Background: an optimization exercise with open tools, aiming at small area, a short achievable clock period and few clock cycles. Do not read the settings as production practice. The RTL was checked by simulation tests, not by an equivalence proof against the original design. Power is estimated from default activity; no workload was simulated.

File: config.mk
export PLATFORM = sky130hd
export DESIGN_NAME = bilron_engine
export DESIGN_NICKNAME = bilron_engine
export VERILOG_FILES = /design/flow/design.v
export SDC_FILE = /design/flow/constraint.sdc
export NUM_CORES = 4
export LEC_CHECK = 0
export CAP_MARGIN = 20
export CORE_MARGIN = 2
export CORE_UTILIZATION = 40
export SLEW_MARGIN = 20
File: constraint.sdc
create_clock -name core_clock -period 14.0 [get_ports {clk}]
set_input_delay 2.8000 -clock core_clock [delete_from_list [all_inputs] [get_ports {clk}]]
set_output_delay 2.8000 -clock core_clock [all_outputs]
set_load 0.01 [all_outputs]
File: design.v
module bilron_alu (
    input  wire [5:0]  func,
    input  wire [4:0]  sh,
    input  wire [31:0] wb,
    input  wire [31:0] wa,
    output reg  [31:0] res,
    output reg         v,
    output reg         c
);
    wire [32:0] add_full = {1'b0, wb} + {1'b0, wa};
    wire [31:0] sub_res  = wb - wa;
    wire        add_v    = ~(wb[31] ^ wa[31]) & (wb[31] ^ add_full[31]);
    wire        sub_v    = (wb[31] ^ wa[31]) & (wb[31] ^ sub_res[31]);
    wire [31:0] sat_val  = wb[31] ? 32'h8000_0000 : 32'h7FFF_FFFF;
    wire signed [63:0] prod = $signed(wb) * $signed(wa);
    wire        mul_v    = (prod[63:32] != {32{prod[31]}});
    wire [31:0] neg_res  = 32'd0 - wa;
    wire [63:0] shl_full = {32'd0, wa} << sh;
    wire [63:0] shr_full = {wa, 32'd0} >> sh;
    wire [63:0] asr_full = $signed({wa, 32'd0}) >>> sh;
    always @(*) begin
        res = wa;
        v   = 1'b0;
        c   = 1'b0;
        case (func)
            6'h01: begin res = add_full[31:0]; v = add_v; c = add_full[32]; end
            6'h02: begin res = sub_res; v = sub_v; c = (wb < wa); end
            6'h03: begin res = add_v ? sat_val : add_full[31:0]; v = add_v; c = add_full[32]; end
            6'h04: begin res = sub_v ? sat_val : sub_res; v = sub_v; c = (wb < wa); end
            6'h05: begin res = prod[31:0]; v = mul_v; c = 1'b0; end
            6'h06: res = wb & wa;
            6'h07: res = wb | wa;
            6'h08: res = wb ^ wa;
            6'h09: res = ~wa;
            6'h0A: begin res = neg_res; v = (wa == 32'h8000_0000); c = (wa != 32'd0); end
            6'h0B: begin res = shl_full[31:0]; c = (sh != 5'd0) & shl_full[32]; end
            6'h0C: begin res = shr_full[63:32]; c = (sh != 5'd0) & shr_full[31]; end
            6'h0D: begin res = asr_full[63:32]; c = (sh != 5'd0) & asr_full[31]; end
            default: ;
        endcase
    end
endmodule
module bilron_engine (
    input  wire        clk,
    input  wire        rst,
    input  wire        start,
    output wire        ready,
    output wire        done,
    output reg  [7:0]  trap_code,
    output reg  [7:0]  trap_param,
    output reg  [15:0] trap_pc,
    output reg  [31:0] trap_insn,
    input  wire [16:0] cfg_ninsn,
    input  wire [16:0] cfg_size_i,
    input  wire [16:0] cfg_size_q,
    input  wire [13:0] cfg_size_m,
    input  wire [20:0] cfg_size_d,
    input  wire [12:0] cfg_ntim,
    input  wire [12:0] cfg_ncnt,
    output wire        i_en,
    output wire [15:0] i_addr,
    input  wire [31:0] i_rdata,
    output reg         d_en,
    output reg         d_we,
    output reg  [3:0]  d_be,
    output reg  [2:0]  d_area,
    output reg  [17:0] d_addr,
    output reg  [31:0] d_wdata,
    input  wire [31:0] d_rdata
);
    localparam [7:0] T_NONE = 8'h00, T_ILLEGAL = 8'h01, T_RSVD = 8'h02, T_AREA = 8'h03,
                     T_ALIGN = 8'h04, T_READONLY = 8'h05, T_BSTK_OVF = 8'h06,
                     T_BSTK_UNF = 8'h07, T_CSTK = 8'h08, T_UNBAL = 8'h09,
                     T_PC_RANGE = 8'h0A, T_SOFT = 8'h10;
    localparam [2:0] S_IDLE = 3'd0, S_FETCH = 3'd1, S_WAIT = 3'd2, S_EXEC = 3'd3,
                     S_MEM = 3'd4, S_DONE = 3'd5;
    reg [2:0] state;
    reg        la;
    reg [31:0] wa, wb;
    reg [31:0] x0, x1, x2, x3;
    reg        fz, fn, fv, fc;
    reg [16:0] pc;
    reg [31:0] ir;
    reg [2:0]  bs [0:15];       
    reg [4:0]  bs_depth;
    reg [16:0] cs [0:7];        
    reg [3:0]  cs_depth;
    assign ready  = (state == S_IDLE);
    assign done   = (state == S_DONE);
    assign i_en   = (state == S_FETCH) && (pc < cfg_ninsn);
    assign i_addr = pc[15:0];
    wire [5:0]  op     = ir[31:26];
    wire [2:0]  f_area = ir[25:23];
    wire        f_ix   = ir[22];
    wire [1:0]  f_xn   = ir[21:20];
    wire [19:0] f_bit  = ir[19:0];
    wire [1:0]  f_size = ir[19:18];
    wire [17:0] f_byte = ir[17:0];
    wire [3:0]  f_cond = ir[25:22];
    wire [3:0]  f_irsv = ir[19:16];
    wire [15:0] f_imm  = ir[15:0];
    wire [5:0]  f_func = ir[25:20];
    wire [3:0]  f_sel  = ir[19:16];
    wire [10:0] f_rrsv = ir[15:5];
    wire [4:0]  f_sh   = ir[4:0];
    wire [3:0]  f_brsv = ir[25:22];
    wire [19:0] f_disp = ir[19:0];
    wire [31:0] imm_s = {{16{f_imm[15]}}, f_imm};
    wire op_ld   = (op == 6'h01), op_ldn  = (op == 6'h02);
    wire op_and  = (op == 6'h03), op_andn = (op == 6'h04);
    wire op_or   = (op == 6'h05), op_orn  = (op == 6'h06);
    wire op_xor  = (op == 6'h07), op_xorn = (op == 6'h08);
    wire op_st   = (op == 6'h09), op_stn  = (op == 6'h0A);
    wire op_set  = (op == 6'h0B), op_rst  = (op == 6'h0C);
    wire op_ldw  = (op == 6'h10), op_ldwb = (op == 6'h11);
    wire op_stw  = (op == 6'h12), op_stwb = (op == 6'h13);
    wire op_ldi  = (op == 6'h18), op_lui  = (op == 6'h19);
    wire op_addi = (op == 6'h1A), op_cmpi = (op == 6'h1B);
    wire op_xli  = (op == 6'h1C), op_xaddi = (op == 6'h1D);
    wire op_alu  = (op == 6'h20), op_logic = (op == 6'h21);
    wire op_cmp  = (op == 6'h22), op_xop  = (op == 6'h23);
    wire op_jmp  = (op == 6'h28), op_jc   = (op == 6'h29);
    wire op_jcn  = (op == 6'h2A), op_call = (op == 6'h2B);
    wire op_ret  = (op == 6'h2C), op_loop = (op == 6'h2D);
    wire op_end  = (op == 6'h2E), op_trap = (op == 6'h2F);
    wire fmt_l = (op >= 6'h01) && (op <= 6'h0C);
    wire fmt_w = (op >= 6'h10) && (op <= 6'h13);
    wire fmt_i = (op >= 6'h18) && (op <= 6'h1D);
    wire fmt_b = (op >= 6'h28) && (op <= 6'h2F);
    wire bit_read   = fmt_l && (op <= 6'h08);
    wire bit_store  = fmt_l && (op >= 6'h09);
    wire word_load  = op_ldw | op_ldwb;
    wire word_store = op_stw | op_stwb;
    reg [31:0] xv;             
    always @(*) begin
        case (f_xn)
            2'd0: xv = x0;
            2'd1: xv = x1;
            2'd2: xv = x2;
            default: xv = x3;
        endcase
    end
    reg [31:0] xsel;           
    always @(*) begin
        case (f_sel[1:0])
            2'd0: xsel = x0;
            2'd1: xsel = x1;
            2'd2: xsel = x2;
            default: xsel = x3;
        endcase
    end
    reg dec_ill, dec_rsv;
    always @(*) begin
        dec_ill = 1'b0;
        dec_rsv = 1'b0;
        if (fmt_l || fmt_w) begin
            dec_ill = (f_area > 3'd5);
            dec_rsv = !f_ix && (f_xn != 2'd0);
        end else if (fmt_i) begin
            dec_ill = op_cmpi && (f_cond > 4'd9);
            dec_rsv = (f_irsv != 4'd0) || ((f_cond != 4'd0) && !op_cmpi) ||
                      ((f_xn != 2'd0) && !(op_xli || op_xaddi));
        end else if (op_alu) begin
            dec_ill = (f_func > 6'h0F);
            dec_rsv = (f_rrsv != 11'd0) || (f_sel != 4'd0) ||
                      ((f_sh != 5'd0) && !(f_func == 6'h0B || f_func == 6'h0C || f_func == 6'h0D));
        end else if (op_logic) begin
            dec_ill = (f_func > 6'h0A);
            dec_rsv = (f_rrsv != 11'd0) || (f_sel != 4'd0) || (f_sh != 5'd0);
        end else if (op_cmp) begin
            dec_ill = (f_func != 6'h00) || (f_sel > 4'd9);
            dec_rsv = (f_rrsv != 11'd0) || (f_sh != 5'd0);
        end else if (op_xop) begin
            dec_ill = (f_func > 6'h02);
            dec_rsv = (f_rrsv != 11'd0) || (f_sel[3:2] != 2'd0) || (f_sh != 5'd0);
        end else if (fmt_b) begin
            dec_rsv = (f_brsv != 4'd0) || ((f_xn != 2'd0) && !op_loop) ||
                      ((f_disp != 20'd0) && (op_ret || op_end)) ||
                      (op_trap && (f_disp[19:8] != 12'd0));
        end else begin
            dec_ill = 1'b1;
        end
    end
    wire dec_ro = (bit_store || word_store) &&
                  (f_area == 3'd0 || f_area == 3'd4 || f_area == 3'd5);
    wire [31:0] offset = fmt_l ? {12'd0, f_bit} : {14'd0, f_byte};
    wire [31:0] ea     = (f_ix ? xv : 32'd0) + offset;
    reg [20:0] area_bytes;    
    always @(*) begin
        case (f_area)
            3'd0: area_bytes = {4'd0, cfg_size_i};
            3'd1: area_bytes = {4'd0, cfg_size_q};
            3'd2: area_bytes = {7'd0, cfg_size_m};
            default: area_bytes = cfg_size_d;
        endcase
    end
    wire [12:0] area_count = (f_area == 3'd4) ? cfg_ntim : cfg_ncnt;
    wire        area_inst  = (f_area == 3'd4) || (f_area == 3'd5);
    wire [2:0]  nbytes   = (f_size == 2'd0) ? 3'd1 : (f_size == 2'd2) ? 3'd4 : 3'd2;
    wire [32:0] ea_end   = {1'b0, ea} + {30'd0, nbytes};
    reg acc_area, acc_align;
    always @(*) begin
        acc_area  = 1'b0;
        acc_align = 1'b0;
        if (fmt_l) begin
            if (area_inst) acc_area = (ea >= {19'd0, area_count});
            else           acc_area = ({3'd0, ea[31:3]} >= {11'd0, area_bytes});
        end else if (fmt_w) begin
            if (area_inst) begin
                acc_area  = (ea_end > {18'd0, area_count, 2'b00});
                acc_align = (f_size != 2'd2) || (ea[1:0] != 2'd0);
            end else begin
                acc_area  = (ea_end > {12'd0, area_bytes});
                acc_align = (f_size == 2'd2) ? (ea[1:0] != 2'd0) :
                            (f_size == 2'd0) ? 1'b0 : ea[0];
            end
        end
    end
    wire [21:0] target   = {5'd0, pc} + 22'd1 + {{2{f_disp[19]}}, f_disp};
    wire        tgt_ok   = !target[21] && (target < {5'd0, cfg_ninsn});
    wire [31:0] xv_dec   = xv - 32'd1;
    wire        br_taken = op_jmp || op_call || (op_jc && la) || (op_jcn && !la) ||
                           (op_loop && (xv_dec != 32'd0));
    wire is_push = op_logic && (f_func >= 6'h03) && (f_func <= 6'h05);
    wire is_pop  = op_logic && (f_func == 6'h06);
    reg [7:0] exec_trap;
    always @(*) begin
        if (dec_ill)                                        exec_trap = T_ILLEGAL;
        else if (dec_rsv)                                   exec_trap = T_RSVD;
        else if (dec_ro)                                    exec_trap = T_READONLY;
        else if (acc_area)                                  exec_trap = T_AREA;
        else if (acc_align)                                 exec_trap = T_ALIGN;
        else if (is_push && bs_depth == 5'd16)              exec_trap = T_BSTK_OVF;
        else if (is_pop && bs_depth == 5'd0)                exec_trap = T_BSTK_UNF;
        else if ((op_call && cs_depth == 4'd8) ||
                 (op_ret && cs_depth == 4'd0))              exec_trap = T_CSTK;
        else if (op_end && (bs_depth != 5'd0 || cs_depth != 4'd0))
                                                            exec_trap = T_UNBAL;
        else if (fmt_b && br_taken && !tgt_ok)              exec_trap = T_PC_RANGE;
        else if (op_trap)                                   exec_trap = T_SOFT;
        else                                                exec_trap = T_NONE;
    end
    wire [31:0] cnd_a    = op_cmp ? wb : wa;
    wire [31:0] cnd_b    = op_cmp ? wa : imm_s;
    wire [3:0]  cnd_code = op_cmp ? f_sel : f_cond;
    wire        cnd_eq   = (cnd_a == cnd_b);
    wire        cnd_ltu  = (cnd_a < cnd_b);
    wire        cnd_lts  = ($signed(cnd_a) < $signed(cnd_b));
    reg         cnd;
    always @(*) begin
        case (cnd_code)
            4'd0: cnd = cnd_eq;
            4'd1: cnd = !cnd_eq;
            4'd2: cnd = cnd_lts;
            4'd3: cnd = cnd_lts || cnd_eq;
            4'd4: cnd = !cnd_lts && !cnd_eq;
            4'd5: cnd = !cnd_lts;
            4'd6: cnd = cnd_ltu;
            4'd7: cnd = cnd_ltu || cnd_eq;
            4'd8: cnd = !cnd_ltu && !cnd_eq;
            default: cnd = !cnd_ltu;
        endcase
    end
    wire [31:0] alu_res;
    wire        alu_v, alu_c;
    bilron_alu u_alu (
        .func (f_func),
        .sh   (f_sh),
        .wb   (wb),
        .wa   (wa),
        .res  (alu_res),
        .v    (alu_v),
        .c    (alu_c)
    );
    wire [32:0] addi_full = {1'b0, wa} + {1'b0, imm_s};
    wire        addi_v    = ~(wa[31] ^ imm_s[31]) & (wa[31] ^ addi_full[31]);
    wire [3:0] bs_top_idx = bs_depth[3:0] - 4'd1;
    wire [2:0] bs_top     = bs[bs_top_idx];
    reg        pop_la;
    always @(*) begin
        case (bs_top[1:0])
            2'd0:    pop_la = bs_top[2] & la;
            2'd1:    pop_la = bs_top[2] | la;
            default: pop_la = bs_top[2] ^ la;
        endcase
    end
    wire [31:0] rd_shift = d_rdata >> {ea[4:3], 3'b000};
    wire [7:0]  rd_byte  = rd_shift[7:0];
    wire       rd_bit  = rd_byte[ea[2:0]];
    wire       bit_val = op_st ? la : op_stn ? !la : op_set;
    wire [7:0] wr_byte = bit_val ? (rd_byte | (8'd1 << ea[2:0])) : (rd_byte & ~(8'd1 << ea[2:0]));
    wire [31:0] ld_shift = d_rdata >> {ea[1:0], 3'b000};
    wire [7:0]  ld_b = ld_shift[7:0];
    wire [15:0] ld_h = ea[1] ? d_rdata[31:16] : d_rdata[15:0];
    reg  [31:0] ld_val;
    always @(*) begin
        case (f_size)
            2'd0: ld_val = {24'd0, ld_b};
            2'd1: ld_val = {16'd0, ld_h};
            2'd2: ld_val = d_rdata;
            default: ld_val = {{16{ld_h[15]}}, ld_h};
        endcase
    end
    wire needs_read = bit_read || op_st || op_stn || ((op_set || op_rst) && la) || word_load;
    wire [31:0] st_val = op_stw ? wa : wb;
    always @(*) begin
        d_en    = 1'b0;
        d_we    = 1'b0;
        d_be    = 4'd0;
        d_area  = f_area;
        d_addr  = fmt_l ? ea[22:5] : ea[19:2];
        d_wdata = 32'd0;
        if (fmt_w && area_inst) d_area = {2'b11, f_area[0]};    
        if (state == S_EXEC && exec_trap == T_NONE) begin
            if (needs_read) begin
                d_en = 1'b1;
            end else if (word_store) begin
                d_en = 1'b1;
                d_we = 1'b1;
                case (f_size)
                    2'd0:    begin d_be = 4'b0001 << ea[1:0]; d_wdata = {4{st_val[7:0]}}; end
                    2'd2:    begin d_be = 4'b1111;            d_wdata = st_val; end
                    default: begin d_be = ea[1] ? 4'b1100 : 4'b0011; d_wdata = {2{st_val[15:0]}}; end
                endcase
            end
        end else if (state == S_MEM && bit_store) begin
            d_en    = 1'b1;
            d_we    = 1'b1;
            d_be    = 4'b0001 << ea[4:3];
            d_wdata = {4{wr_byte}};
        end
    end
    always @(posedge clk) begin
        if (rst) begin
            state      <= S_IDLE;
            pc         <= 17'd0;
            ir         <= 32'd0;
            la         <= 1'b0;
            wa         <= 32'd0;
            wb         <= 32'd0;
            x0         <= 32'd0;
            x1         <= 32'd0;
            x2         <= 32'd0;
            x3         <= 32'd0;
            fz         <= 1'b0;
            fn         <= 1'b0;
            fv         <= 1'b0;
            fc         <= 1'b0;
            bs_depth   <= 5'd0;
            cs_depth   <= 4'd0;
            trap_code  <= 8'd0;
            trap_param <= 8'd0;
            trap_pc    <= 16'd0;
            trap_insn  <= 32'd0;
        end else begin
            case (state)
                S_IDLE: begin
                    if (start) begin
                        pc       <= 17'd0;
                        la       <= 1'b0;
                        wa       <= 32'd0;
                        wb       <= 32'd0;
                        x0       <= 32'd0;
                        x1       <= 32'd0;
                        x2       <= 32'd0;
                        x3       <= 32'd0;
                        fz       <= 1'b0;
                        fn       <= 1'b0;
                        fv       <= 1'b0;
                        fc       <= 1'b0;
                        bs_depth <= 5'd0;
                        cs_depth <= 4'd0;
                        state    <= S_FETCH;
                    end
                end
                S_FETCH: begin
                    if (pc >= cfg_ninsn) begin
                        trap_code  <= T_PC_RANGE;
                        trap_param <= 8'd0;
                        trap_pc    <= cfg_ninsn[15:0] - 16'd1;
                        trap_insn  <= 32'd0;
                        state      <= S_DONE;
                    end else begin
                        state <= S_WAIT;
                    end
                end
                S_WAIT: begin
                    ir    <= i_rdata;
                    state <= S_EXEC;
                end
                S_EXEC: begin
                    if (exec_trap != T_NONE) begin
                        trap_code  <= exec_trap;
                        trap_param <= (exec_trap == T_SOFT) ? f_disp[7:0] : 8'd0;
                        trap_pc    <= pc[15:0];
                        trap_insn  <= ir;
                        state      <= S_DONE;
                    end else if (needs_read) begin
                        state <= S_MEM;
                    end else begin
                        state <= S_FETCH;
                        pc    <= pc + 17'd1;
                        if (op_ldi) begin
                            wb <= wa;
                            wa <= imm_s;
                        end
                        if (op_lui)
                            wa <= {f_imm, wa[15:0]};
                        if (op_addi) begin
                            wa <= addi_full[31:0];
                            fz <= (addi_full[31:0] == 32'd0);
                            fn <= addi_full[31];
                            fv <= addi_v;
                            fc <= addi_full[32];
                        end
                        if (op_cmpi || op_cmp)
                            la <= cnd;
                        if (op_xli || op_xaddi) begin
                            case (f_xn)
                                2'd0: x0 <= op_xli ? {16'd0, f_imm} : x0 + imm_s;
                                2'd1: x1 <= op_xli ? {16'd0, f_imm} : x1 + imm_s;
                                2'd2: x2 <= op_xli ? {16'd0, f_imm} : x2 + imm_s;
                                default: x3 <= op_xli ? {16'd0, f_imm} : x3 + imm_s;
                            endcase
                        end
                        if (op_alu) begin
                            if (f_func == 6'h0E) begin
                                wa <= wb;
                                wb <= wa;
                            end else if (f_func == 6'h0F) begin
                                wb <= wa;
                            end else if (f_func != 6'h00) begin
                                wa <= alu_res;
                                fz <= (alu_res == 32'd0);
                                fn <= alu_res[31];
                                fv <= alu_v;
                                fc <= alu_c;
                            end
                        end
                        if (op_logic) begin
                            case (f_func)
                                6'h00: la <= !la;
                                6'h01: la <= 1'b1;
                                6'h02: la <= 1'b0;
                                6'h03, 6'h04, 6'h05: begin
                                    bs[bs_depth[3:0]] <= {la, f_func[1:0] - 2'd3};
                                    bs_depth <= bs_depth + 5'd1;
                                end
                                6'h06: begin
                                    la       <= pop_la;
                                    bs_depth <= bs_depth - 5'd1;
                                end
                                6'h07: la <= (wa != 32'd0);
                                6'h08: begin
                                    wb <= wa;
                                    wa <= {31'd0, la};
                                end
                                6'h09: la <= fv;
                                default: la <= fc;
                            endcase
                        end
                        if (op_xop) begin
                            if (f_func == 6'h01) begin
                                wb <= wa;
                                wa <= xsel;
                            end else begin
                                case (f_sel[1:0])
                                    2'd0: x0 <= (f_func == 6'h00) ? wa : x0 + wa;
                                    2'd1: x1 <= (f_func == 6'h00) ? wa : x1 + wa;
                                    2'd2: x2 <= (f_func == 6'h00) ? wa : x2 + wa;
                                    default: x3 <= (f_func == 6'h00) ? wa : x3 + wa;
                                endcase
                            end
                        end
                        if (fmt_b) begin
                            if (op_loop) begin
                                case (f_xn)
                                    2'd0: x0 <= xv_dec;
                                    2'd1: x1 <= xv_dec;
                                    2'd2: x2 <= xv_dec;
                                    default: x3 <= xv_dec;
                                endcase
                            end
                            if (br_taken)
                                pc <= target[16:0];
                            if (op_call) begin
                                cs[cs_depth[2:0]] <= pc + 17'd1;
                                cs_depth <= cs_depth + 4'd1;
                            end
                            if (op_ret) begin
                                pc       <= cs[cs_depth[2:0] - 3'd1];
                                cs_depth <= cs_depth - 4'd1;
                            end
                            if (op_end) begin
                                trap_code  <= T_NONE;
                                trap_param <= 8'd0;
                                trap_pc    <= pc[15:0];
                                trap_insn  <= 32'd0;
                                state      <= S_DONE;
                            end
                        end
                    end
                end
                S_MEM: begin
                    state <= S_FETCH;
                    pc    <= pc + 17'd1;
                    if (bit_read) begin
                        case (op)
                            6'h01: la <= rd_bit;
                            6'h02: la <= !rd_bit;
                            6'h03: la <= la & rd_bit;
                            6'h04: la <= la & !rd_bit;
                            6'h05: la <= la | rd_bit;
                            6'h06: la <= la | !rd_bit;
                            6'h07: la <= la ^ rd_bit;
                            default: la <= la ^ !rd_bit;
                        endcase
                    end
                    if (op_ldw) begin
                        wb <= wa;
                        wa <= ld_val;
                    end
                    if (op_ldwb)
                        wb <= ld_val;
                end
                S_DONE: begin
                    state <= S_IDLE;
                end
                default: state <= S_IDLE;
            endcase
        end
    end
endmodule
File: run.sh
#!/bin/bash
# synth_recipe.tcl (not shown) runs the flow's synth.tcl, then flattens the netlist and writes it again
# the make line also repeats each setting of config.mk as NAME=value (left out here)
make -C /OpenROAD-flow-scripts/flow DESIGN_CONFIG=/design/flow/config.mk WORK_HOME=/design/flow/orfs CLKGATE_MAP_FILE= SYNTH_SCRIPT=/design/flow/synth_recipe.tcl finish
==> summary.txt <==
Worst Skew around 0.032 ns; antenna violations before repair 51; synth cell count leaders nand2_1, nor2_1, fa_1; status no timing/DRC/antenna violations; share of the synthesized area in the top cell type between 20% and 30%; Starting Density about two fifths; synthesized netlist cell count about 12k; Die Wd about 500 um; count leader, synth nand2_1; vias post-DR 98.80k; Mapped Area 96540 um^2; Yosys top cell by area fa_1; Critical Path RT 11.20 ns; RSZ-0062 raised after global routing false; Die H 495.3 um; clock root cell clkbuf_16; yosys warns 2; number of global-route vias before repair 95.85k; CTS tree built; Post-synth EDFFs 184; Max VDD drop 0.1066 mV; dominant synthesized flop cell dfxtp_1; critical path's largest stage delay 0.61 ns; Overflow after GRT 0; Avg WL per Cell about 33 um; final routed DRC violation total 0; Least-Margin Pin Slew roughly 1.3 ns; Final HPWL DP 375.3 mm; Worst-path clk slew roughly 0.070 ns; final wirelength a little under 500 mm; CP dominant cell by count o21ai_0; FMAX 0.07537 GHz; clk latency of the worst-skew pair 0.75 ns; Hold Violations, Final 0; CP Buf/Inv Count 7; setup violators final 0; PD cells around 54 nW/um^2; first-pass GRT wire length 704.1 mm; total power 5699 uW; final setup TNS 0 ns; DRT antenna net count 0; fin. max-slew vios 0; CP max stage cell a222oi_1; CP Class register to primary output; Max Cap Violations 0; crit path launch type register; Clock Sinks between 500 and 600; crit path time final between 10 and 15 ns; fraction of registers with async set/reset 0%; LEAKAGE 0.04049 uW; row cnt 180; drt first pass iters 7; area grow syn2layout 9.560%; Placeable Area 240300 um^2; fin nets 13.72k; Tcrit/Tclk final 94.77%; crit-path max FO 36; CP delay by family, top compound AO/OA/AOI/OAI gates; IO Count 321; Hold Path Class register to register; via density per instance 6.613; Area contributors post-synth fa_1, ha_1, dfxtp_1, edfxtp_1, nand2_1; critical path arrival 10.47 ns; initial drt markers 13.50k; clk buf depth 3; Synth Register Bits roughly 500; CTS buffer count 61; die area 245300 um^2; Port-buffer cells 317; Slew HR around a tenth; CTS H-tree depth 2; Cell variety after synth 105; crit end category primary output; largest net degree at the start of global routing 85; Mapped Avg Cell Area 8.240 um^2; layout cell share with drive strength beyond 1 7.137%; register area share after synthesis between 10% and 20%; Placer Congestion 1.074; All-Layer GR Usage 39.55%
==> state kept, by name, summed over array words and instances (netlist names) <==
register,cells
ir,32
pc,17
cs,136
x0,32
cs_depth,4
state,3
la,1
fv,1
x2,32
trap_code,5
trap_param,8
bs,48
wb,32
x3,32
fc,1
trap_insn,32
trap_pc,16
wa,32
bs_depth,5
x1,32
==> metrics by stage <==
step / worst slack, ns / utilization [%] / hold WS [ns] / instance area (um^2) / cells
2_1_floorplan: 3.330 / - / 0.4750 / 96540 / 11718
3_3_place_gp: 1.072 / 43.09 / 0.4542 / 103500 / 14794
3_5_place_dp: 0.8843 / 43.09 / 0.4576 / 103600 / 14794
4_1_cts: 0.1005 / 43.95 / 0.4727 / 105600 / 14908
5_1_grt: 0.1098 / 43.98 / 0.4904 / 105700 / 14912
6_report: 0.7327 / 44.01 / 0.4686 / 105800 / 14940
==> final cells by class <==
type / count / area [um^2]
clock buffers: 79 / 1712
inverters: 1048 / 3938
repair buffers: 668 / 5832
flip-flops and latches: 501 / 11940
multi-input cells: 9395 / 77940
fillers: 23746 / 134500
clock inverters: 35 / 345.3
well taps: 3185 / 3985
diodes: 28 / 70.07
repair inverters: 1 / 5.005
==> per-layer routing <==
layer  GRT usage [%]  routed length [um]  share of wire, %
met1           52.07              193700                39
met4           23.15               36660               7.4
met2           57.43              204000                41
met3           11.50               60530                12
met5               0                 198             0.040
==> where the power goes <==
group	internal (uW)	switching (uW)	total, uW
Sequential	1530	92.0	1620
Combinational	689	1660	2350
Clock	912	817	1730
Total	3130	2560	5700
==> layout by cell type (no fill, tap or decap), types with 149 or more instances in the layout <==
cell,n
nand3_1,226
clkdlybuf4s50_1,316
buf_4,348
dfxtp_1,275
a211oi_1,184
a21oi_1,853
inv_1,1005
edfxtp_1,184
nor3_1,207
ha_1,757
mux4_2,149
xnor2_1,308
nor2_1,1094
a21o_1,213
nand2_1,1393
fa_1,1097
mux2i_1,184
o21ai_0,599
==> final timing paths <==
kind             endpoint    startpoint  slack [ns]  cells after the start
max           d_wdata[31]        ir[20]        0.73                     29
min          trap_code[4]  trap_code[4]        0.47                      1
min reg2reg  trap_code[4]  trap_code[4]        0.47                      1
max reg2reg            fv         wa[7]        1.88                     28
==> worst reg2reg max path, delay by kind of cell (launching register included) <==
family | cells | cell delay, ns
multiplexers | 2 | 0.46
AO/OA/AOI/OAI | 10 | 4.55
adder cells (fa/ha/maj) | 9 | 4.21
buffers and inverters | 5 | 1.55
AND/OR/NAND/NOR | 2 | 0.55
flip-flops | 1 | 0.69
==> repair_timing <==
| item | CTS | global route |
|---|---|---|
| endpoints found under the setup margin | 0 | 38 |
| hold buffers | 0 | 0 |
| gates resized for setup | 0 | 7 |
| buffers inserted | 0 | 2 |
==> kinds of logic (layout without fill, tap and decap cells) <==
family                     after synthesis  count (layout)  synth area share, %
AOI/OAI and AO/OA                     3126            3126                21.37
xor gates and xnor gates               452             452                4.116
adders and majority gates             1860            1860                32.65
buffers and inverters                 1822            1831                7.268
DFF                                    501             501                12.30
muxes                                  373             373                5.847
other                                    1              31             0.003885
and+or+nand+nor                       3581            3581                16.44
Testbench counts, summed over its fixed seeds: cycles 587,397.

[static timing again, ports no longer ideal]
No port has a modelled driver above. Below, the same layout with a new extraction and two added sets of constraints.
Step 1: set_driving_cell puts a clkbuf_16 on clk and a buf_2 on each other input, an assumption about the parent block.
Step 2 also shifts input and output timing later by t, the mid clock arrival at the registers, as if the neighbouring blocks saw the same clock.
Slacks: no drivers / after step 1 / after step 2; pairs: no drivers / after step 1.
t, ns: 0.819
setup WS [ns]: 0.733 / 0.646 / 1.465
clock arrival spread, ns: 0.032 / 0.033
worst register clock-pin slew, ns: 0.08 / 0.08
worst data-port slew with drivers (ns): 0.14
After both steps this run still meets setup and hold. The setup slack of this run moves by -0.087 ns with the drivers and by +0.732 ns with both steps.
